Source: an optimization exercise on an open RTL-to-GDS flow (aim: small area, a short achievable clock period and few clock cycles per item). Production flows keep margins and buffers that such runs may drop. In this exercise RTL edits were held to simulation tests only and were not proved equivalent to the original.

==> design/flow/design.v <==
module sha256_engine (
    input  wire         clk,
    input  wire         rst,
    input  wire         in_valid,
    output wire         in_ready,
    input  wire         first,
    input  wire [511:0] block,       
    output reg          out_valid,
    output wire [255:0] digest       
);
    localparam [255:0] IV = {32'h6a09e667, 32'hbb67ae85, 32'h3c6ef372, 32'ha54ff53a,
                             32'h510e527f, 32'h9b05688c, 32'h1f83d9ab, 32'h5be0cd19};
    localparam [2047:0] KR = {
        32'hb5c0fbcf, 32'he9b5dba5, 32'h3956c25b, 32'h59f111f1, 32'h923f82a4, 32'hab1c5ed5, 32'hd807aa98, 32'h12835b01,
        32'h243185be, 32'h550c7dc3, 32'h72be5d74, 32'h80deb1fe, 32'h9bdc06a7, 32'hc19bf174, 32'he49b69c1, 32'hefbe4786,
        32'h0fc19dc6, 32'h240ca1cc, 32'h2de92c6f, 32'h4a7484aa, 32'h5cb0a9dc, 32'h76f988da, 32'h983e5152, 32'ha831c66d,
        32'hb00327c8, 32'hbf597fc7, 32'hc6e00bf3, 32'hd5a79147, 32'h06ca6351, 32'h14292967, 32'h27b70a85, 32'h2e1b2138,
        32'h4d2c6dfc, 32'h53380d13, 32'h650a7354, 32'h766a0abb, 32'h81c2c92e, 32'h92722c85, 32'ha2bfe8a1, 32'ha81a664b,
        32'hc24b8b70, 32'hc76c51a3, 32'hd192e819, 32'hd6990624, 32'hf40e3585, 32'h106aa070, 32'h19a4c116, 32'h1e376c08,
        32'h2748774c, 32'h34b0bcb5, 32'h391c0cb3, 32'h4ed8aa4a, 32'h5b9cca4f, 32'h682e6ff3, 32'h748f82ee, 32'h78a5636f,
        32'h84c87814, 32'h8cc70208, 32'h90befffa, 32'ha4506ceb, 32'hbef9a3f7, 32'hc67178f2, 32'h428a2f98, 32'h71374491};
    function [31:0] rotr;
        input [31:0] x;
        input integer n;
        rotr = (x >> n) | (x << (32 - n));
    endfunction
    function [31:0] maj3;
        input [31:0] x, y, z;
        maj3 = (x & y) | (x & z) | (y & z);
    endfunction
    function [31:0] add32;
        input [31:0] x, y;
        reg   [31:0] gg, pp;
        begin
            gg = x & y;
            pp = x ^ y;
            gg = gg | (pp & (gg << 1));   pp = pp & (pp << 1);
            gg = gg | (pp & (gg << 2));   pp = pp & (pp << 2);
            gg = gg | (pp & (gg << 4));   pp = pp & (pp << 4);
            gg = gg | (pp & (gg << 8));   pp = pp & (pp << 8);
            gg = gg | (pp & (gg << 16));
            add32 = x ^ y ^ {gg[30:0], 1'b0};
        end
    endfunction
    function [31:0] add32s;
        input [31:0] x, y;
        reg   [31:0] gg, pp;
        begin
            gg = x & y;
            pp = x ^ y;
            gg = gg | (32'haaaaaaaa & pp & (gg << 1));   pp = (pp & ~32'haaaaaaaa) | (32'haaaaaaaa & pp & (pp << 1));
            gg = gg | (32'h88888888 & pp & (gg << 2));   pp = (pp & ~32'h88888888) | (32'h88888888 & pp & (pp << 2));
            gg = gg | (32'h80808080 & pp & (gg << 4));   pp = (pp & ~32'h80808080) | (32'h80808080 & pp & (pp << 4));
            gg = gg | (32'h80008000 & pp & (gg << 8));   pp = (pp & ~32'h80008000) | (32'h80008000 & pp & (pp << 8));
            gg = gg | (32'h80000000 & pp & (gg << 16));   pp = (pp & ~32'h80000000) | (32'h80000000 & pp & (pp << 16));
            gg = gg | (32'h00800000 & pp & (gg << 8));   pp = (pp & ~32'h00800000) | (32'h00800000 & pp & (pp << 8));
            gg = gg | (32'h08080800 & pp & (gg << 4));   pp = (pp & ~32'h08080800) | (32'h08080800 & pp & (pp << 4));
            gg = gg | (32'h22222220 & pp & (gg << 2));   pp = (pp & ~32'h22222220) | (32'h22222220 & pp & (pp << 2));
            gg = gg | (32'h55555554 & pp & (gg << 1));   pp = (pp & ~32'h55555554) | (32'h55555554 & pp & (pp << 1));
            add32s = x ^ y ^ {gg[30:0], 1'b0};
        end
    endfunction
    function [63:0] c42;
        input [31:0] x1, x2, x3, x4;
        reg   [31:0] t12, t34, t, co, ci, cy;
        begin
            t12 = x1 ^ x2;
            t34 = x3 ^ x4;
            co  = (t12 & x3) | (~t12 & x1);        
            ci  = {co[30:0], 1'b0};
            t   = t12 ^ t34;
            cy  = (t & ci) | (~t & x4);
            c42 = {cy[30:0], 1'b0, t ^ ci};
        end
    endfunction
    function [63:0] csa;
        input [31:0] x, y, z;
        csa = {maj3(x, y, z) << 1, x ^ y ^ z};
    endfunction
    reg          busy;                 
    reg          prep;                 
    reg          pend;                 
    reg          fq;                   
    reg          hiv;                  
    reg          f0;                   
    reg          liv_q, xfer_q;        
    reg          ivc;                  
    reg          rdy;
    reg  [5:0]   r;                    
    reg          f61, f62, f63;        
    reg  [31:0]  k_q;                  
    reg  [255:0] h_q;                  
    reg  [31:0]  a, b, c, d, e, f, g, h;
    reg  [31:0]  x_q;                  
    reg  [31:0]  w [0:15];             
    assign in_ready = rdy;
    assign digest   = h_q;
    wire idle = ~busy & ~prep;
    wire r62  = f62;
    wire last = f63;
    wire [255:0] hs = h_q;
    wire [31:0] H0 = hs[255:224], H1 = hs[223:192], H2 = hs[191:160], H3 = hs[159:128];
    wire [31:0] H4 = hs[127:96],  H5 = hs[95:64],   H6 = hs[63:32],   H7 = hs[31:0];
    wire [31:0] s1   = rotr(e, 6) ^ rotr(e, 11) ^ rotr(e, 25);
    wire [31:0] ch   = (e & f) | (~e & g);
    wire [31:0] s0   = rotr(a, 2) ^ rotr(a, 13) ^ rotr(a, 22);
    wire [31:0] mj   = maj3(a, b, c);
    wire [31:0] z0   = last ? hs[255:224] : 32'd0;
    wire [31:0] z4   = last ? hs[127:96]  : 32'd0;
    wire [63:0] p1   = csa(x_q, s1, ch);                 
    wire [63:0] p2   = csa(s0, mj, z0);                  
    wire [63:0] p3   = c42(p1[31:0], p1[63:32], p2[31:0], p2[63:32]);
    wire [31:0] a_n  = add32(p3[31:0], p3[63:32]);
    wire [63:0] q1   = csa(x_q, d, z4);                  
    wire [63:0] q2   = c42(q1[31:0], q1[63:32], ch, s1);    
    wire [31:0] e_n  = add32(q2[31:0], q2[63:32]);
    wire        r61 = f61;
    wire [31:0] ha  = r61 ? H3 : (r62 ? H2 : H1);
    wire [31:0] he  = r61 ? H7 : (r62 ? H6 : H5);
    wire [31:0] za  = add32s(a, ha);
    wire [31:0] ze  = add32s(e, he);
    wire        xfer    = xfer_q;      
    wire        load_iv = liv_q;       
    wire [31:0] a_in = load_iv ? IV[255:224] : (prep ? h_q[255:224] : a_n);
    wire [31:0] b_in = load_iv ? IV[223:192] : (prep ? h_q[223:192] : (last ? za : a));
    wire [31:0] c_in = load_iv ? IV[191:160] : (xfer ? h_q[191:160] : b);
    wire [31:0] d_in = load_iv ? IV[159:128] : (xfer ? h_q[159:128] : c);
    wire [31:0] e_in = load_iv ? IV[127:96]  : (prep ? h_q[127:96]  : e_n);
    wire [31:0] f_in = load_iv ? IV[95:64]   : (prep ? h_q[95:64]   : (last ? ze : e));
    wire [31:0] g_in = load_iv ? IV[63:32]   : (xfer ? h_q[63:32]   : f);
    wire [31:0] h_in = load_iv ? IV[31:0]    : (xfer ? h_q[31:0]    : g);
    wire [63:0] x1  = csa(k_q, w[0], h_in);
    wire [31:0] x_n = add32(x1[31:0], x1[63:32]);
    wire [31:0] ss0   = rotr(w[1], 7) ^ rotr(w[1], 18) ^ (w[1] >> 3);
    wire [31:0] ss1   = rotr(w[14], 17) ^ rotr(w[14], 19) ^ (w[14] >> 10);
    wire [63:0] m1    = csa(w[0], w[9], ss0);
    wire [63:0] m2    = csa(m1[31:0], m1[63:32], ss1);
    wire [31:0] w_new = add32(m2[31:0], m2[63:32]);
    wire wload  = idle | r62;
    integer i;
    always @(posedge clk) begin
        for (i = 0; i < 15; i = i + 1)
            w[i] <= wload ? block[511 - 32*i -: 32] : w[i+1];
        w[15] <= wload ? block[31:0] : w_new;
        x_q <= x_n;
        k_q <= KR[2047 - 32*r -: 32];
        {a, b, c, d, e, f, g, h} <= {a_in, b_in, c_in, d_in, e_in, f_in, g_in, h_in};
        if ((prep & (fq | ivc)) | (f0 & hiv))
            h_q <= IV;
        if (r61) begin
            h_q[159:128] <= za;
            h_q[31:0]    <= ze;
        end
        if (r62) begin
            h_q[191:160] <= za;
            h_q[63:32]   <= ze;
        end
        if (last) begin
            h_q[255:224] <= a_n;
            h_q[223:192] <= za;
            h_q[127:96]  <= e_n;
            h_q[95:64]   <= ze;
        end
        if (rst) begin
            busy      <= 1'b0;
            prep      <= 1'b0;
            pend      <= 1'b0;
            ivc       <= 1'b1;
            rdy       <= 1'b1;
            r         <= 6'd62;
            f0        <= 1'b0;
            liv_q     <= 1'b0;
            xfer_q    <= 1'b0;
            f61       <= 1'b0;
            f62       <= 1'b0;
            f63       <= 1'b0;
            out_valid <= 1'b0;
        end else begin
            out_valid <= last;
            f0  <= prep | (last & pend);
            liv_q  <= in_valid & ((idle & (first | ivc)) | (r62 & first));
            xfer_q <= (idle & in_valid) | r62;
            f61 <= busy & (r == 6'd60);
            f62 <= f61;
            f63 <= f62;
            if (idle) begin
                if (in_valid) begin
                    prep <= 1'b1;
                    fq   <= first;
                    rdy  <= 1'b0;
                    r    <= 6'd63;
                end
            end
            if (prep) begin
                prep <= 1'b0;
                busy <= 1'b1;
                r    <= 6'd0;
                hiv  <= fq | ivc;
                ivc  <= 1'b0;
            end
            if (busy) begin
                r   <= r + 6'd1;
                rdy <= f61;
                if (r62 & in_valid) begin
                    pend <= 1'b1;
                    fq   <= first;
                end
                if (last) begin
                    pend <= 1'b0;
                    hiv  <= fq;
                    if (!pend) begin
                        busy <= 1'b0;
                        r    <= 6'd62;
                        rdy  <= 1'b1;
                    end
                end
            end
        end
    end
endmodule
==> design/flow/flow/run.sh <==
#!/bin/bash
set -euo pipefail
export SETUP_SLACK_MARGIN=6
export BUFFER_PORTS_ARGS="-buffer_cell sky130_fd_sc_hd__buf_1"
bash standard.sh > standard.log 2>&1
==> design/flow/standard.sh <==
#!/bin/bash
# synth_recipe.tcl (not shown) runs the flow's synth.tcl, then flattens the netlist and writes it again
# the make line also repeats each setting of config.mk as NAME=value (left out here)
make -C /OpenROAD-flow-scripts/flow DESIGN_CONFIG=/design/flow/config.mk WORK_HOME=/design/flow/orfs CLKGATE_MAP_FILE= SYNTH_SCRIPT=/design/flow/synth_recipe.tcl "${@:-finish}"
==> design/flow/config.mk <==
export PLATFORM = sky130hd
export DESIGN_NAME = sha256_engine
export DESIGN_NICKNAME = sha256_engine
export VERILOG_FILES = /design/flow/design.v
export SDC_FILE = /design/flow/constraint.sdc
export NUM_CORES = 4
export LEC_CHECK = 0
export ABC_AREA = 1
export CAP_MARGIN = 20
export CORE_MARGIN = 2
export CORE_UTILIZATION = 40
export SLEW_MARGIN = 20
==> design/flow/constraint.sdc <==
create_clock -name core_clock -period 10.0 [get_ports {clk}]
set_input_delay 2.0000 -clock core_clock [delete_from_list [all_inputs] [get_ports {clk}]]
set_output_delay 2.0000 -clock core_clock [all_outputs]
set_load 0.01 [all_outputs]
==> flow_summary_export.csv <==
group,metric,value,unit
drt,wl_per_cell,26.4,um
timing,finalSetupViolations,0,
timing,fin_worst_skew,0.0612,ns
place,dpl.hpwl,217000,um
clock_tree,clock_latency,0.80,ns
floorplan,initial_core_util,40.2,%
global_routing,grt_pass1_wl,399000,um
global_routing,grt_antenna_before_repair,28,
synth,yosysUniqueCellTypes,57,
timing,rsz0062_at_grt,"yes",
floorplan,die_area,158000,um^2
min_path,min_to,"w[3][2]",
clock_tree,htreeDepth,3,
synth,syn_inst,8129,
timing,slew_headroom,19.4,%
global_routing,first_global_vias,55500,
timing,finalCriticalPeriod,4.16,ns
min_path,hold_path_depth,2,
final_layout,seqCellArea,24400,um^2
final_layout,fill_cells,15200,
timing,hold_viol_final,0,
drt,avgViaCountPerCell,5.42,
timing,hold_slack,0.407,ns
drt,dr.first_iter.drc_count,7753,
synth,yosys-mux-area-fraction,0.378,%
clock_tree,clkTransAtPathRegs,0.06,ns
final_layout,multiInputGateArea,36800,um^2
min_path,min_path_type,"flip-flop to flip-flop",
synth,synth-xor-area-share,7.34,%
global_routing,grt_usage,35.1,%
critical_path,rr_startpoint,"f63",
critical_path,worstSetupEndpointType,"flip-flop",
clock_tree,cts_max_path_buffers,3,
synth,ys_seq_elements,1076,
synth,synthSimpleGateAreaFrac,22.2,%
run_status,status,"complete, no violations",
synth,synth-compound-area-share,11.2,%
critical_path,cp_data_required_time,10.38,ns
drt,dr.pass1.iters,9,
place,place_area,66400,um^2
place,place_ws,4.37,ns
synth,ys.flop_type,"dfxtp_1",
clock_tree,cts_buffers,117,
critical_path,crit_arrival,4.54,ns
timing,setup_ws,5.84,ns
timing,finalSetupTns,0,ns
clock_tree,cts_tree,"built",
timing,period_share,41.6,%
critical_path,worstSetupPathType,"flip-flop to flip-flop",
place,gp_congestion,1.03,
critical_path,r2r-end,"h_q[121]",
clock_tree,cts.sinks,1076,
timing,finalMaxSlewViolations,0,
synth,synth_nets,9088,
clock_tree,ctsHoldBuffers,0,
critical_path,rrSetupSlack,5.84,ns
synth,avgSynthCellArea,7.62,um^2
timing,fmax,240,MHz
final_layout,drive_gt1_share,13.7,%
timing,worst_pin_slew,1.21,ns
floorplan,pin_count,774,
critical_path,crit_fanout,59,
synth,synth_edf_count,258,
synth,ys_warn_count,2,
global_routing,grt-ovfl-total,0,
place,portBuffers,773,
drt,vias,60100,
synth,synth_top_family_by_area,"simple AND/OR/NAND/NOR gates",
floorplan,fp.coreArea,154000,um^2
floorplan,rows,144,
final_layout,fin_nets,9896,
final_layout,syn2layout_area_growth,24.5,%
floorplan,die_x,397,um
synth,synthArstFlopShare,0,%
synth,seq_area_frac_synth,39.0,%
clock_tree,cts-root-buf,"clkbuf_16",
drt,totalWireLength,292000,um
drt,ant_nets,0,
global_routing,grt_max_degree,211,
critical_path,critPathLaunchType,"flip-flop",
final_layout,final_area,77100,um^2
min_path,min_from,"w[4][2]",
floorplan,die_y,397,um
synth,netlist_area,61900,um^2
synth,yosys.area_share.adder,11.9,%
critical_path,reg2regPathDepth,7,
run,maxCapViolations,0,
drt,drcViolationCount,0,
[cells by family (layout without fill, tap and decap cells)]
kind of cell / after synthesis / after routing
AND/OR/NAND/NOR: 3524 / 3525
buffers and inverters: 1294 / 2202
AO/OA/AOI/OAI: 1236 / 1236
flip-flops: 1076 / 1076
XOR/XNOR: 518 / 518
adder cells (fa/ha/maj): 460 / 460
multiplexers: 21 / 21
other: 0 / 5
[cell usage after synthesis, types with 19 or more instances]
master / number / area share, %
buf_2: 56 / 0.45
a31oi_1: 37 / 0.37
o21ai_0: 454 / 3.7
dfxtp_1: 818 / 26
xor2_1: 264 / 3.7
a21oi_1: 474 / 3.8
o211ai_1: 81 / 0.98
edfxtp_1: 258 / 13
buf_1: 21 / 0.13
xnor2_1: 253 / 3.6
nand4_1: 23 / 0.23
nor3_1: 35 / 0.28
nand3_1: 208 / 1.7
mux2_2: 19 / 0.35
fa_1: 221 / 7.1
clkbuf_1: 282 / 1.7
nand2_1: 2648 / 16
a21o_1: 38 / 0.46
inv_1: 924 / 5.6
or2_2: 36 / 0.36
o21a_1: 35 / 0.42
nor2_1: 543 / 3.3
ha_1: 222 / 4.5
o31ai_1: 20 / 0.24
[flip-flops by register name, indices dropped and copies added, names as in the netlist, 6 cells and up]
register,flops
e,32
b,32
h_q,256
k_q,32
r,6
c,32
d,32
w,512
x_q,32
g,32
a,32
f,32
[how the worst max path moves through the flow]
stage          startpoint       end  depth (start not counted)
2_1_floorplan         f63  h_q[115]                         24
3_3_place_gp          f63     e[19]                         22
3_5_place_dp          f63     e[19]                         22
4_1_cts               f63     e[19]                         23
5_1_grt             e[12]  h_q[246]                         21
6_report              f63  h_q[121]                          7
[area by class of cell]
cell class                      count  area share (%)
Multi-Input combinational cell   5760            47.7
Tap cell                         2044            3.32
Antenna cell                        5          0.0162
Timing Repair inverter              4          0.0487
Timing Repair Buffer             1046            7.61
Inverter                          932            4.66
Clock inverter                     51           0.670
Clock buffer                      169            4.42
Sequential cell                  1076            31.6
[metal layers]
layer / track usage, % / wire [um] / share of wire (%)
met5: 0 / 150 / 0.051
met3: 8.07 / 31900 / 11
met2: 54.0 / 129000 / 44
met1: 46.9 / 115000 / 40
met4: 15.5 / 16200 / 5.5
[repair_timing]
action                                  CTS  global route
pin swaps                                78           214
endpoints found under the setup margin  475           345
setup buffers                            92           116
gates resized for setup                 480           594
cloned                                   18             3
[layout by cell type, fill, tap and decap left out, types with 30 or more instances in the layout]
master and count:
a21o_1 38, a21oi_1 409, a21oi_2 46, a31oi_1 30, buf_1 773, buf_4 204, clkbuf_16 122, dfxtp_1 732
dfxtp_2 35, dfxtp_4 51, edfxtp_1 258, fa_1 184, fa_2 37, ha_1 169, ha_4 37, inv_1 882
inv_2 36, nand2_1 2540, nand2_2 80, nand3_1 190, nor2_1 503, o211ai_1 81, o21a_1 33, o21ai_0 347
o21ai_1 69, o21ai_2 42, xnor2_1 196, xnor2_2 47, xor2_1 165, xor2_2 71
[worst max-delay path, cell delays in order (launching register included)]
cell	delay, ns
dfxtp_4	0.48
buf_12	0.14
buf_16	0.16
buf_12	0.17
buf_4	0.13
clkinv_2	0.83
nand2_8	0.81
buf_4	0.89
[stage by stage]
| stage | utilization, % | instances |
|---|---|---|
| floorplan | - | 8129 |
| global placement | 43.2 | 10600 |
| detailed placement | 43.2 | 10600 |
| CTS | 47.8 | 11000 |
| global route | 50.1 | 11100 |
| finish | 50.1 | 11100 |
Testbench counts, summed over its fixed seeds: cycles 81,944, blocks 1,280.

-- port drivers added, routing unchanged --
In the flow no input, the clock included, has a driving cell. The finished layout below was timed again as built, in two steps. Step 1 sets driving cells, clkbuf_16 on the clock port and buf_2 on the other inputs (assumed; they add their load-dependent delay and slew). Step 2 moves the port delays by t, midway between the first and last clock arrival at a register: inputs arrive t later, outputs are due t later. That takes back most of the time a late clock gives input paths. Three values: no drivers, after step 1, after step 2; two values: the first two.
t (ns): 0.841
setup WS [ns]: 5.841 / 5.841 / 5.841
hold WS [ns]: 0.407 / 0.407 / 0.407
clock arrival spread, ns: 0.061 / 0.061
worst slew at a driven data input, ns: 0.17
After both steps setup and hold are still met in this run. For this run, drivers alone change the setup slack by 0.000 ns; drivers and shift together by 0.000 ns.
